Background: an optimization exercise with open tools, aiming at small area. Do not read the settings as production practice. RTL that was checked went through simulation tests only; none was proved equivalent to the original. Only the layout flow was run in runs 1 and 2; the RTL was not checked for function there. Power figures rest on the tool's default switching activity, not on a simulated workload.

===== design/flow/run.sh =====
#!/bin/bash
# synth_recipe.tcl (not shown) runs the flow's synth.tcl, then flattens the netlist and writes it again
# the make line also repeats each setting of config.mk as NAME=value (left out here)
make -C /OpenROAD-flow-scripts/flow DESIGN_CONFIG=/design/flow/config.mk WORK_HOME=/design/flow/orfs CLKGATE_MAP_FILE= SYNTH_SCRIPT=/design/flow/synth_recipe.tcl finish

===== design/flow/config.mk =====
export PLATFORM = sky130hd
export DESIGN_NAME = scl_pulse
export DESIGN_NICKNAME = scl_pulse
export VERILOG_FILES = /design/flow/design.v
export SDC_FILE = /design/flow/constraint.sdc
export NUM_CORES = 4
export LEC_CHECK = 0
export CAP_MARGIN = 20
export CORE_MARGIN = 2
export CORE_UTILIZATION = 40
export SLEW_MARGIN = 20

===== design/flow/constraint.sdc =====
create_clock -name core_clock -period 20.0 [get_ports {clk}]
set_input_delay 4.0000 -clock core_clock [delete_from_list [all_inputs] [get_ports {clk}]]
set_output_delay 4.0000 -clock core_clock [all_outputs]
set_load 0.01 [all_outputs]

===== design/flow/design.v =====
`default_nettype none
module scl_pulse (
    input  wire        clk,
    input  wire        rst,               
    input  wire [16:0] cfg_const,         
    input  wire        cfg_test,          
    input  wire [15:0] cfg_tick_len,      
    input  wire        tick,              
    input  wire [47:0] e_uj,              
    output reg         pls,               
    output reg  [31:0] backlog,           
    output reg         bklg_evt           
);
    localparam [29:0] KD = 30'd439453125;    
    reg  [7:0]  cnt;
    wire        ph_mul  = (cnt >= 8'd1)  && (cnt <= 8'd48);
    wire        ph_div  = (cnt >= 8'd49) && (cnt <= 8'd72);
    wire        ph_tot  = (cnt >= 8'd73) && (cnt <= 8'd127);
    wire        ph_rot  = (cnt >= 8'd73) && (cnt <= 8'd114);    
    wire        rh_mul  = (cnt >= 8'd1)  && (cnt <= 8'd25);     
    wire        rh_ld   = (cnt >= 8'd73) && (cnt <= 8'd97);     
    wire        q_on    = (cnt <= 8'd96);             
    wire        n_on    = (cnt <= 8'd80);             
    wire        s_on    = (cnt >= 8'd105);            
    wire [2:0]  kb      = cnt[2:0] - 3'd1;            
    reg  [65:0] z;
    reg  [24:0] rh;           
    reg         rz;           
    reg  [54:0] t_q;          
    reg         tz;           
    reg         c1, b2;       
    reg         sat;          
    wire [7:0]  n_max = cfg_test ? 8'd200 : 8'd4;
    wire        cin   = rh[0] & ~rz & rh_mul;
    wire [18:0] m_s   = {1'b0, z[65:48]} + (z[0] ? {2'b0, cfg_const} : 19'd0) + {1'b0, cin, 17'd0};
    wire [29:0] d_v   = z[65:36];
    wire [30:0] d_sub = {1'b0, d_v} - {1'b0, KD};
    wire        d_ge  = ~d_sub[30];
    wire [28:0] d_r   = d_ge ? d_sub[28:0] : d_v[28:0];
    wire        t_b   = t_q[0] & ~tz;
    wire        q_b   = z[0] & q_on;
    wire        s1    = t_b ^ q_b ^ c1;
    wire        c1_n  = (t_b & q_b) | (c1 & (t_b ^ q_b));
    wire        n_b   = n_on & n_max[kb];
    wire        y     = s1 ^ n_b ^ b2;
    wire        b2_n  = (~s1 & (n_b | b2)) | (n_b & b2);
    always @(posedge clk) begin
        if (tick) begin
            z[47:0]  <= e_uj;
            z[65]    <= 1'b0;
            if (rz)
                z[64:48] <= 17'd0;
        end else if (ph_mul)
            z <= {m_s[18:1], m_s[0], z[47:1]};
        else if (ph_div)
            z <= {d_r, z[35:0], d_ge};
        else if (ph_rot)
            z <= {z[0], z[65:1]};
        else
            z[47:0] <= {1'b0, z[47:1]};
        if (rh_mul || rh_ld)
            rh <= {z[41], rh[24:1]};
        if (ph_tot)
            t_q <= {y, t_q[54:1]};
        if (ph_tot) begin
            c1 <= c1_n;
            b2 <= b2_n;
        end else begin
            c1 <= 1'b0;
            b2 <= 1'b0;
        end
        if (tick)
            sat <= 1'b0;
        else if (ph_tot && s_on && s1)
            sat <= 1'b1;
        if (rst) begin
            cnt <= 8'd0;
            rz  <= 1'b1;
            tz  <= 1'b1;
        end else begin
            if (tick)
                cnt <= 8'd1;
            else if (cnt == 8'd160)
                cnt <= 8'd0;
            else if (cnt != 8'd0)
                cnt <= cnt + 8'd1;
            if (cnt == 8'd114)
                rz <= 1'b0;
            if (ph_tot && cnt == 8'd127)
                tz <= b2_n;
        end
    end
    wire [7:0]  n_new = tz ? (t_q[7:0] + n_max) : n_max;
    reg  [7:0]  win_n;
    reg  [7:0]  left;         
    reg  [16:0] dacc;         
    reg  [16:0] wc;           
    wire        load_w = (cnt == 8'd159);
    wire        start  = (left != 8'd0) && !dacc[16];
    wire [8:0]  d_w    = (cfg_test && win_n > 8'd4) ? {win_n, 1'b0} : 9'd10;
    wire [16:0] wc_b   = start ? {1'b0, cfg_tick_len} : wc;
    wire [16:0] wc_n   = wc_b - {8'd0, d_w};
    wire [16:0] da_b   = load_w ? 17'h1FFFF : dacc;
    wire [16:0] da_n   = da_b + {9'd0, win_n} - (start ? {1'b0, cfg_tick_len} : 17'd0);
    always @(posedge clk) begin
        wc   <= wc_n;
        if (load_w) begin
            win_n <= n_new;
            dacc  <= {9'd0, n_new} - 17'd1;
        end else begin
            dacc  <= da_n;
        end
        if (rst) begin
            left     <= 8'd0;
            pls      <= 1'b0;
            backlog  <= 32'd0;
            bklg_evt <= 1'b0;
        end else begin
            if (load_w)
                left <= n_new;
            else if (start)
                left <= left - 8'd1;
            pls <= start | (pls & ~wc_n[16]);
            if (cnt == 8'd160) begin
                backlog[31:8] <= {24{sat}} | ({24{~tz}} & t_q[31:8]);
                backlog[7:0]  <= sat ? ~n_max : ({8{~tz}} & t_q[7:0]);
                bklg_evt      <= bklg_evt | sat;
            end
        end
    end
endmodule
`default_nettype wire

==> results of run 1 <==
## through the flow
| stage | total power, mW | hold WS, ns | cell area [um^2] | instances | setup WS [ns] |
|---|---|---|---|---|---|
| global route | 2.171 | 0.4250 | 15180 | 1832 | 12.03 |
| floorplan | 1.336 | 0.4003 | 12780 | 1316 | 13.15 |
| CTS | 2.023 | 0.4135 | 15150 | 1831 | 12.44 |
| finish | 2.003 | 0.4152 | 15180 | 1832 | 12.39 |
| global placement | 1.494 | 0.4026 | 14280 | 1782 | 12.10 |
| detailed placement | 1.515 | 0.4059 | 14280 | 1782 | 11.87 |
## critical path, stage by stage
cell and delay (ns):
clkdlybuf4s50_1 0.93, inv_1 0.17, a41o_1 0.26, or2_2 0.31, ha_1 0.28, nor2b_1 0.13
o21a_1 0.17, o21ai_0 0.24, a21oi_1 0.16, o31ai_1 0.72, nand4b_1 0.30, xor2_1 0.22
o22ai_1 0.16
## cell usage in the layout (no fill, tap or decap), types with 26 or more instances in the layout
master,Yosys,routed
nor2_1,138,138
xor2_1,44,44
clkdlybuf4s50_1,0,116
o21ai_0,69,69
a21oi_1,93,92
inv_1,59,59
nand2b_1,26,26
ha_1,61,61
a211oi_1,43,43
and2_1,31,31
clkbuf_16,0,27
xnor2_1,47,47
edfxtp_1,105,105
dfxtp_1,137,137
nand2_1,112,112
mux2i_1,51,51
## kinds of logic after synthesis
family / count (synthesis) / share of synthesized area
xor gates and xnor gates: 91 / 0.06237
muxes: 57 / 0.04523
adders and majority gates: 74 / 0.08009
buffers and inverters: 122 / 0.03799
DFF: 242 / 0.4613
and+or+nand+nor: 408 / 0.1531
AOI/OAI and AO/OA: 322 / 0.1599
## layout make-up
cell class	instances	area (um^2)	area share
inverter	59	221.5	0.01458
clock inverter	14	153.9	0.01014
tap	402	503.0	0.03312
sequential	242	5896	0.3883
multi-input combinational	952	6429	0.4234
clock buffer	35	715.7	0.04713
timing repair buffer	128	1266	0.08339
## final timing paths
| kind | from | to | slack [ns] | depth (start not counted) |
|---|---|---|---|---|
| worst max-delay path | cfg_test | wc[16] | 12.39 | 13 |
| worst min register to register | rh[18] | rh[17] | 0.42 | 0 |
| worst max register to register | cnt[0] | dacc[15] | 14.85 | 17 |
| worst min-delay path | rh[18] | rh[17] | 0.42 | 0 |
## sequential cells by signal, summed over array words and instances (netlist names), 8 cells and up
name	count
t_q	55
wc	16
left	8
backlog	32
cnt	8
win_n	8
z	66
dacc	17
rh	25
## power groups by stage
stage | sequential, mW | clock (mW) | combinational, mW
2_1_floorplan | 0.652 | 0 | 0.684
5_1_grt | 0.669 | 0.528 | 0.973
3_3_place_gp | 0.667 | 0 | 0.827
3_5_place_dp | 0.668 | 0 | 0.846
6_report | 0.660 | 0.494 | 0.850
4_1_cts | 0.660 | 0.509 | 0.854
## metal layers
metal	share of wire	GRT usage	wire (um)	up-vias
met3	0.038	0.02562	1078	37
met4	0.016	0.03323	456	0
met2	0.47	0.2812	13070	172
li1	-	-	-	4881
met1	0.48	0.2279	13490	4427
met5	0	0	0	-
==> qor.csv, run 1 <==
metric,value,unit
clockRootBuffer,clkbuf_16,
power.density,131.9,nW/um^2
ys.flop_type,dfxtp_1,
ys_seq_area_frac,0.4613,
slew_viol_final,0,
rsz0062_at_grt,no,
first_iter_violations,544,
async_flop_share,0,
yosys.area.top_type,edfxtp_1,
synth_area_leaders,"edfxtp_1 (25%), dfxtp_1 (21%), ha_1 (6.0%), nor2_1 (4.1%), mux2i_1 (4.0%)",
gp_congestion,0.8673,
area_growth,18.82,%
leakage,5.676,nW
routed_wl,28.09,mm
finalNetCount,1569,
synth_warnings,1,
pwr-share-comb,0.424,
final_core_util,0.4824,
grt_pass1_vias,9211,
dieWidth,182.7,um
cp-end-kind,flip-flop,
cts_tree,done,
syn_nets,1475,
syn_area_per_cell,9.711,um^2
grt_antenna_before_repair,1,
path_clk_slew,0.06,ns
firstDrtPassIters,5,
initial_core_util,0.4060,
syn-instance-count,1316,
die-area,33400,um^2
clkSinkCount,242,
clock_latency,0.53,ns
grt_first_pass_wirelength,46.25,mm
rows,65,
fin_tns_setup,0,ns
drive_above_1_share,0.05315,
fin_crit_sh,0.3807,
p_sw_frac,0.3544,
startpoint_type,input pin,
critPathRequiredTime,20.45,ns
htree_num_levels,1,
max_clock_freq,0.1314,GHz
io_buffer_count,118,
worstMarginPinSlew,1.029,ns
cts_hold_buf,0,
track_usage,0.1667,
pwr-share-clk,0.246,
maxCapViolCount,0,
skew,0.01354,ns
p_seq_frac,0.329,
die_h,182.7,um
wl_per_cell,15.34,um
gr-total-overflow,0,
syn_area,12780,um^2
relSlewSlack,0.3125,
nFillCells,2897,
post_cts_buffers,0,
switchingPower,709.9,uW
vias_per_cell,5.195,
grt_max_degree,85,
cts_resized,0,
yosysTopAreaCellShare,0.2467,
diodes,0,
pin_count,119,
synth-edff-count,105,
remaining_drc_errors,0,
path_max_fanout,15,
outcome,"complete, no violations",
power.internal,1.293,mW
worstPathArrival,8.07,ns
peakVddDrop,74.20,uV
finalHoldViolCount,0,
cts.path.max_buffers,3,
vias,9517,
synth_cell_types,71,
core_area,31470,um^2
hpwl,19.05,mm
critPathKind,in2reg,
cts_inserted_buffers,27,
ys_seq_elements,242,
finalCriticalPeriod,7.613,ns
synth_common_cells,"nor2_1 (138), dfxtp_1 (137), nand2_1 (112)",
setup_violations,0,
synth.most_common_cell,nor2_1,
hp-class,reg2reg,
ant_nets,0,
==> run 2: changes to the inputs <==
--- a/design/flow/config.mk
+++ b/design/flow/config.mk
@@ -6,4 +6,5 @@
 export NUM_CORES = 4
 export LEC_CHECK = 0
+export ABC_AREA = 1
 export CAP_MARGIN = 20
 export CORE_MARGIN = 2
==> run 2 against run 1 <==
Critical path depth up 1. First-iteration DRC count up 32%. Global-route usage increased by 2.0 points. Die area grew 6.0%. Clock skew rose by 0.0071 ns. Combinational power increased by 17%. Power increased by 8.3%. Clock-buffer cell count is 3 lower.
==> qor.csv, run 2 <==
metric,value,unit
cts_hold_buf,0,
worstPathArrival,6.97,ns
synth_warnings,1,
critPathKind,in2reg,
leakage,6.761,nW
gp_congestion,0.8833,
syn_area_per_cell,7.853,um^2
hpwl,23.73,mm
crit_start,cfg_test,
cts_tree,done,
power.density,136.0,nW/um^2
maxCapViolCount,0,
post_cts_buffers,0,
largestRegisters,"z x66, t_q x55, backlog x32",
worstReg2RegEnd,dacc[15],
diodes,0,
fin_crit_sh,0.3269,
slew_viol_final,0,
max_clock_freq,0.1529,GHz
wl_per_cell,14.54,um
vias_per_cell,5.114,
async_flop_share,0,
synth.most_common_cell,nand2_1,
vias,11680,
outcome,"complete, no violations",
gr-total-overflow,0,
place_inst,2234,
grt_max_degree,71,
yosys.area.top_type,edfxtp_1,
startpoint_type,input pin,
first_iter_violations,719,
holdPathEnd,rh[5],
ys.flop_type,dfxtp_1,
critPathRequiredTime,20.44,ns
io_buffer_count,118,
grt_antenna_before_repair,0,
path_max_fanout,9,
yosysTopAreaCellShare,0.2325,
fin_tns_setup,0,ns
clkSinkCount,242,
rows,67,
remaining_drc_errors,0,
ys_seq_elements,242,
ant_nets,0,
initial_core_util,0.4055,
finalNetCount,1974,
final_cell_mix,"nand2_1 (371), nor2_1 (187), inv_1 (182), dfxtp_1 (136), a21oi_1 (129)",
syn_area,13560,um^2
syn-instance-count,1727,
regMostFlops,z,
final_cells,2284,
synth_area_leaders,"edfxtp_1 (23%), dfxtp_1 (20%), nand2_1 (10%), ha_1 (5.6%), nor2_1 (5.2%)",
peakVddDrop,79.99,uV
synth-edff-count,105,
rr_worst_depth,16,
track_usage,0.1864,
ys_seq_area_frac,0.4347,
hold_slack,0.4009,ns
core_area,33450,um^2
path_clk_slew,0.06,ns
firstDrtPassIters,5,
cp-end-kind,flip-flop,
relSlewSlack,0.3243,
rsz0062_at_grt,no,
regToRegSetupSlack,15.50,ns
min_path_cells,0,
finalCriticalPeriod,6.538,ns
dieWidth,188.1,um
syn_nets,1886,
finalHoldViolCount,0,
clockRootBuffer,clkbuf_16,
cts.path.max_buffers,3,
hold_path.startpoint,rh[6],
drive_above_1_share,0.05610,
grt_first_pass_wirelength,55.26,mm
die-area,35390,um^2
largest_reg_flops,66,
final_common_cell,nand2_1,
area_growth,17.62,%
worstMarginPinSlew,1.012,ns
cts_resized,0,
htree_num_levels,1,
clock_latency,0.55,ns
routed_wl,33.21,mm
hp-class,reg2reg,
setup_violations,0,
die_h,188.1,um
pin_count,119,
rr_startpoint,cnt[4],
synth_cell_types,54,
grt_pass1_vias,11290,
nFillCells,3247,
skew,0.02067,ns
synth_common_cells,"nand2_1 (371), nor2_1 (188), inv_1 (183)",
cts_inserted_buffers,27,
## run 2: changes by cell type after synthesis, moves of 14 or more
cell,delta
xnor2_1,-38
mux2i_1,-50
a211oi_1,-14
inv_1,+124
clkbuf_1,-19
xor2_1,-17
o21ai_1,+21
a21oi_1,+36
nand2b_1,-26
nand2_1,+259
nor2_1,+50
nand3_1,+87
and2_1,-30
o21ai_0,+49
## run 2: cell families after synthesis
logic type | Yosys count | share of synthesized area
buf+inv | 259 | 0.08091
flops | 242 | 0.4347
mux | 1 | 0.0007381
fa+ha+maj | 74 | 0.07547
simple gates | 739 | 0.2292
xor+xnor | 36 | 0.02325
compound gates | 376 | 0.1557
## run 2: stage by stage
step / cell area, um^2 / power (mW) / worst slack (ns) / utilization
floorplan: 13560 / 1.425 / 13.65 / -
global placement: 14990 / 1.627 / 12.88 / 0.4481
detailed placement: 14990 / 1.644 / 12.87 / 0.4481
CTS: 15950 / 2.186 / 13.45 / 0.4769
global route: 15950 / 2.360 / 13.18 / 0.4769
finish: 15950 / 2.169 / 13.46 / 0.4769
## run 2: routing by layer
| metal | share of wire | up-vias | track usage | routed length, um |
|---|---|---|---|---|
| met4 | 0.021 | 0 | 0.04512 | 702 |
| li1 | - | 5954 | - | - |
| met1 | 0.49 | 5409 | 0.2594 | 16110 |
| met5 | 0 | - | 0 | 0 |
| met3 | 0.041 | 52 | 0.02190 | 1360 |
| met2 | 0.45 | 265 | 0.3093 | 15030 |
## run 2: cell type report
cell class / instances / area [um^2] / share of cell area
sequential: 242 / 5897 / 0.3697
multi-input combinational: 1226 / 6576 / 0.4123
timing repair buffer: 125 / 1229 / 0.07703
clock inverter: 18 / 222.7 / 0.01396
tap: 448 / 560.5 / 0.03514
clock buffer: 32 / 739.5 / 0.04636
inverter: 193 / 726.9 / 0.04557
## run 2: how the worst max path moves through the flow
stage | endpoint | slack (ns)
after floorplan | dacc[10] | 13.65
after global placement | dacc[10] | 12.88
after detailed placement | dacc[10] | 12.87
after CTS | dacc[10] | 13.45
after global routing | wc[15] | 13.18
final | wc[13] | 13.46
## run 2: power by group
group	total (mW)	switching (mW)	internal [mW]
clock	0.530	0.202	0.328
sequential	0.645	0.0406	0.605
combinational	0.994	0.602	0.392
total	2.17	0.844	1.32
## run 2: worst max-delay path: stages
cell,delay [ns]
clkdlybuf4s50_1,0.79
nand2_1,0.15
inv_1,0.17
nand2_1,0.12
fa_1,0.45
nand3_1,0.09
nand2_1,0.08
a21oi_1,0.23
nor2_1,0.06
o21ai_0,0.26
nand3_1,0.17
nor2_1,0.16
nand2_1,0.08
xor2_1,0.14
==> run 3: changes to the inputs <==
--- a/design/flow/design.v
+++ b/design/flow/design.v
@@ -17,21 +17,20 @@
     wire        ph_div  = (cnt >= 8'd49) && (cnt <= 8'd72);
     wire        ph_tot  = (cnt >= 8'd73) && (cnt <= 8'd127);
-    wire        ph_rot  = (cnt >= 8'd73) && (cnt <= 8'd114);    
-    wire        rh_mul  = (cnt >= 8'd1)  && (cnt <= 8'd25);     
-    wire        rh_ld   = (cnt >= 8'd73) && (cnt <= 8'd97);     
+    wire        ph_rld  = (cnt >= 8'd97) && (cnt <= 8'd138);
     wire        q_on    = (cnt <= 8'd96);             
     wire        n_on    = (cnt <= 8'd80);             
     wire        s_on    = (cnt >= 8'd105);            
     wire [2:0]  kb      = cnt[2:0] - 3'd1;            
-    reg  [65:0] z;
-    reg  [24:0] rh;           
+    reg  [65:0] z;            
+    reg  [41:0] r_q;          
     reg         rz;           
     reg  [54:0] t_q;          
     reg         tz;           
     reg         c1, b2;       
+    reg  [7:0]  n_q;          
     reg         sat;          
     wire [7:0]  n_max = cfg_test ? 8'd200 : 8'd4;
-    wire        cin   = rh[0] & ~rz & rh_mul;
-    wire [18:0] m_s   = {1'b0, z[65:48]} + (z[0] ? {2'b0, cfg_const} : 19'd0) + {1'b0, cin, 17'd0};
+    wire        cin   = r_q[0] & ~rz;
+    wire [17:0] m_s   = {1'b0, z[64:48]} + (z[0] ? {1'b0, cfg_const} : 18'd0) + {17'd0, cin};
     wire [29:0] d_v   = z[65:36];
     wire [30:0] d_sub = {1'b0, d_v} - {1'b0, KD};
@@ -46,19 +45,16 @@
     wire        b2_n  = (~s1 & (n_b | b2)) | (n_b & b2);
     always @(posedge clk) begin
-        if (tick) begin
-            z[47:0]  <= e_uj;
-            z[65]    <= 1'b0;
-            if (rz)
-                z[64:48] <= 17'd0;
-        end else if (ph_mul)
-            z <= {m_s[18:1], m_s[0], z[47:1]};
+        if (tick)
+            z <= {18'd0, e_uj};
+        else if (ph_mul)
+            z <= {1'b0, m_s[17:1], m_s[0], z[47:1]};
         else if (ph_div)
             z <= {d_r, z[35:0], d_ge};
-        else if (ph_rot)
-            z <= {z[0], z[65:1]};
         else
-            z[47:0] <= {1'b0, z[47:1]};
-        if (rh_mul || rh_ld)
-            rh <= {z[41], rh[24:1]};
+            z <= {1'b0, z[65:1]};
+        if (ph_mul)
+            r_q <= {1'b0, r_q[41:1]};
+        else if (ph_rld)
+            r_q <= {z[0], r_q[41:1]};
         if (ph_tot)
             t_q <= {y, t_q[54:1]};
@@ -70,4 +66,8 @@
             b2 <= 1'b0;
         end
+        if (ph_tot && n_on)
+            n_q <= {s1, n_q[7:1]};
+        else if (ph_tot && cnt == 8'd127 && !b2_n)
+            n_q <= n_max;
         if (tick)
             sat <= 1'b0;
@@ -85,5 +85,5 @@
             else if (cnt != 8'd0)
                 cnt <= cnt + 8'd1;
-            if (cnt == 8'd114)
+            if (cnt == 8'd138)
                 rz <= 1'b0;
             if (ph_tot && cnt == 8'd127)
@@ -91,5 +91,4 @@
         end
     end
-    wire [7:0]  n_new = tz ? (t_q[7:0] + n_max) : n_max;
     reg  [7:0]  win_n;
     reg  [7:0]  left;         
@@ -106,6 +105,6 @@
         wc   <= wc_n;
         if (load_w) begin
-            win_n <= n_new;
-            dacc  <= {9'd0, n_new} - 17'd1;
+            win_n <= n_q;
+            dacc  <= {9'd0, n_q} - 17'd1;
         end else begin
             dacc  <= da_n;
@@ -118,5 +117,5 @@
         end else begin
             if (load_w)
-                left <= n_new;
+                left <= n_q;
             else if (start)
                 left <= left - 8'd1;
--- a/design/flow/config.mk
+++ b/design/flow/config.mk
@@ -6,5 +6,4 @@
 export NUM_CORES = 4
 export LEC_CHECK = 0
-export ABC_AREA = 1
 export CAP_MARGIN = 20
 export CORE_MARGIN = 2
==> run 3 against run 2 <==
Power is 10% lower. Sequential power is 8.2% higher. Worst hold slack better by 0.015 ns. Critical endpoint is now wc[11]. Highest routed layer unchanged.
==> qor.csv, run 3 <==
metric,value,unit
outcome,"complete, no violations",
syn-instance-count,1307,
final_core_util,0.4805,
rr_startpoint,cnt[0],
cts.path.max_buffers,3,
post_cts_buffers,0,
nFillCells,3058,
rsz0062_at_grt,no,
hpwl,18.66,mm
rows,66,
ys_seq_elements,267,
cts_resized,0,
vias,9489,
syn_area,13060,um^2
synth_warnings,1,
slew_viol_final,0,
hp-class,reg2reg,
grt_pass1_vias,9173,
drive_above_1_share,0.05676,
fin_crit_sh,0.3449,
synth_common_cells,"dfxtp_1 (155), nor2_1 (137), edfxtp_1 (112)",
path_clk_slew,0.06,ns
yosys.area.top_type,edfxtp_1,
die-area,34120,um^2
critPathRequiredTime,20.41,ns
cts_hold_buf,0,
synth-edff-count,112,
synth.most_common_cell,dfxtp_1,
path_max_fanout,13,
diodes,0,
maxCapViolCount,0,
synth_area_leaders,"edfxtp_1 (26%), dfxtp_1 (24%), ha_1 (5.4%), nor2_1 (3.9%), o21ai_0 (3.4%)",
max_clock_freq,0.1450,GHz
vias_per_cell,5.077,
pin_count,119,
final_cell_mix,"dfxtp_1 (155), nor2_1 (137), clkdlybuf4s50_1 (116), edfxtp_1 (112), nand2_1 (99)",
gp_congestion,0.8428,
ys.flop_type,dfxtp_1,
finalCriticalPeriod,6.899,ns
ys_seq_area_frac,0.4950,
hold_path.startpoint,t_q[47],
largest_reg_flops,66,
syn_nets,1461,
clock_latency,0.55,ns
regMostFlops,z,
syn_area_per_cell,9.995,um^2
relSlewSlack,0.3413,
setup_violations,0,
ant_nets,0,
routed_wl,27.43,mm
track_usage,0.1605,
gr-total-overflow,0,
worstMarginPinSlew,0.9869,ns
yosysTopAreaCellShare,0.2574,
holdPathEnd,t_q[46],
htree_num_levels,1,
fin_tns_setup,0,ns
cts_inserted_buffers,30,
initial_core_util,0.4036,
io_buffer_count,118,
leakage,5.800,nW
clockRootBuffer,clkbuf_16,
largestRegisters,"z x66, t_q x55, r_q x42",
rr_worst_depth,18,
grt_first_pass_wirelength,45.26,mm
synth_cell_types,73,
peakVddDrop,73.43,uV
final_common_cell,dfxtp_1,
skew,0.01301,ns
critPathKind,in2reg,
area_growth,19.07,%
cp-end-kind,flip-flop,
worstPathArrival,7.31,ns
core_area,32370,um^2
first_iter_violations,440,
min_path_cells,0,
startpoint_type,input pin,
wl_per_cell,14.68,um
clkSinkCount,267,
regToRegSetupSlack,15.26,ns
finalHoldViolCount,0,
firstDrtPassIters,5,
dieWidth,184.7,um
power.density,125.3,nW/um^2
remaining_drc_errors,0,
async_flop_share,0,
grt_max_degree,69,
grt_antenna_before_repair,0,
finalNetCount,1557,
worstReg2RegEnd,dacc[16],
cts_tree,done,
die_h,184.7,um
[run 3: kinds of logic (layout without fill, tap and decap cells)]
| family | count (synthesis) | after routing | synth area share |
|---|---|---|---|
| compound gates | 319 | 319 | 0.1573 |
| xor+xnor | 87 | 87 | 0.05833 |
| fa+ha+maj | 69 | 69 | 0.07356 |
| buf+inv | 116 | 236 | 0.03505 |
| flops | 267 | 267 | 0.4950 |
| mux | 44 | 44 | 0.03400 |
| simple gates | 405 | 405 | 0.1468 |
[run 3: power by group]
group          leakage, nW  internal, mW  total [mW]  switching [mW]
combinational         3.06         0.342       0.734           0.392
sequential            2.29         0.658       0.698          0.0396
clock                0.451         0.296       0.516           0.220
[run 3: critical path, stage by stage]
cell	delay, ns
clkdlybuf4s50_1	0.86
nand2_1	0.13
or2_2	0.31
ha_1	0.20
inv_1	0.07
fa_1	0.22
a21o_1	0.13
a21oi_1	0.09
o21bai_1	0.19
nand3_1	0.10
a21boi_0	0.62
nor4_1	0.12
xnor2_1	0.17
mux2i_1	0.08
[run 3: final cells by class]
type	count	area, um^2	area share
sequential	267	6466	0.4157
tap	442	553.0	0.03555
multi-input combinational	924	6152	0.3955
clock inverter	21	150.1	0.009653
inverter	52	196.4	0.01263
clock buffer	35	790.8	0.05084
timing repair buffer	128	1246	0.08012
[run 3: how the worst max path moves through the flow]
stage                    start       end  slack, ns  cells past startpoint
2_1_floorplan  cfg_tick_len[5]  dacc[16]      13.30                     13
3_3_place_gp          cfg_test    wc[11]      12.63                     14
3_5_place_dp          cfg_test    wc[11]      12.52                     14
4_1_cts               cfg_test    wc[11]      13.08                     14
5_1_grt               cfg_test    wc[13]      12.82                     14
6_report              cfg_test    wc[11]      13.10                     14
[run 3: per-stage QoR]
step | instance area, um^2 | cells | power (mW) | hold WS (ns) | setup WS [ns]
3_3_place_gp | 14610 | 1812 | 1.435 | 0.4048 | 12.63
2_1_floorplan | 13060 | 1307 | 1.283 | 0.4003 | 13.30
3_5_place_dp | 14610 | 1812 | 1.441 | 0.4045 | 12.52
6_report | 15550 | 1869 | 1.949 | 0.4158 | 13.10
4_1_cts | 15550 | 1868 | 1.973 | 0.4150 | 13.08
5_1_grt | 15550 | 1869 | 2.107 | 0.4217 | 12.82
[run 3: per-layer routing]
metal | part of all wire | up-vias | wire [um] | GRT usage
met1 | 0.48 | 4392 | 13260 | 0.2178
met5 | 0 | - | 0 | 0
met2 | 0.45 | 181 | 12280 | 0.2639
met3 | 0.044 | 51 | 1208 | 0.02826
li1 | - | 4865 | - | -
met4 | 0.025 | 0 | 684 | 0.04444

==> static timing again, ports no longer ideal <==
The results above use ideal ports. As a check the final layouts listed here were re-extracted and re-timed, cells and wires unchanged. Step 1: set_driving_cell puts a clkbuf_16 on clk and a buf_2 on each other input, an assumption about the parent block. Step 2 also shifts input and output timing later by t, the mid clock arrival at the registers, as if the neighbouring blocks saw the same clock. Three values: no drivers, after step 1, after step 2; two values: the first two.
| run | t (ns) | setup slack, ns | worst hold slack (ns) | pins driven straight from the clock port |
|---|---|---|---|---|
| run 1 | 0.576 | 12.387 / 12.402 / 11.826 | 0.415 / 0.415 / 0.415 | 1 |
| run 2 | 0.587 | 13.462 / 13.461 / 12.874 | 0.401 / 0.401 / 0.401 | 1 |
| run 3 | 0.589 | 13.101 / 13.119 / 12.531 | 0.416 / 0.416 / 0.416 | 1 |
After both steps setup and hold are still met in every run listed. For run 2, which loses most, drivers alone change the setup slack by -0.001 ns; drivers and shift together by -0.588 ns.
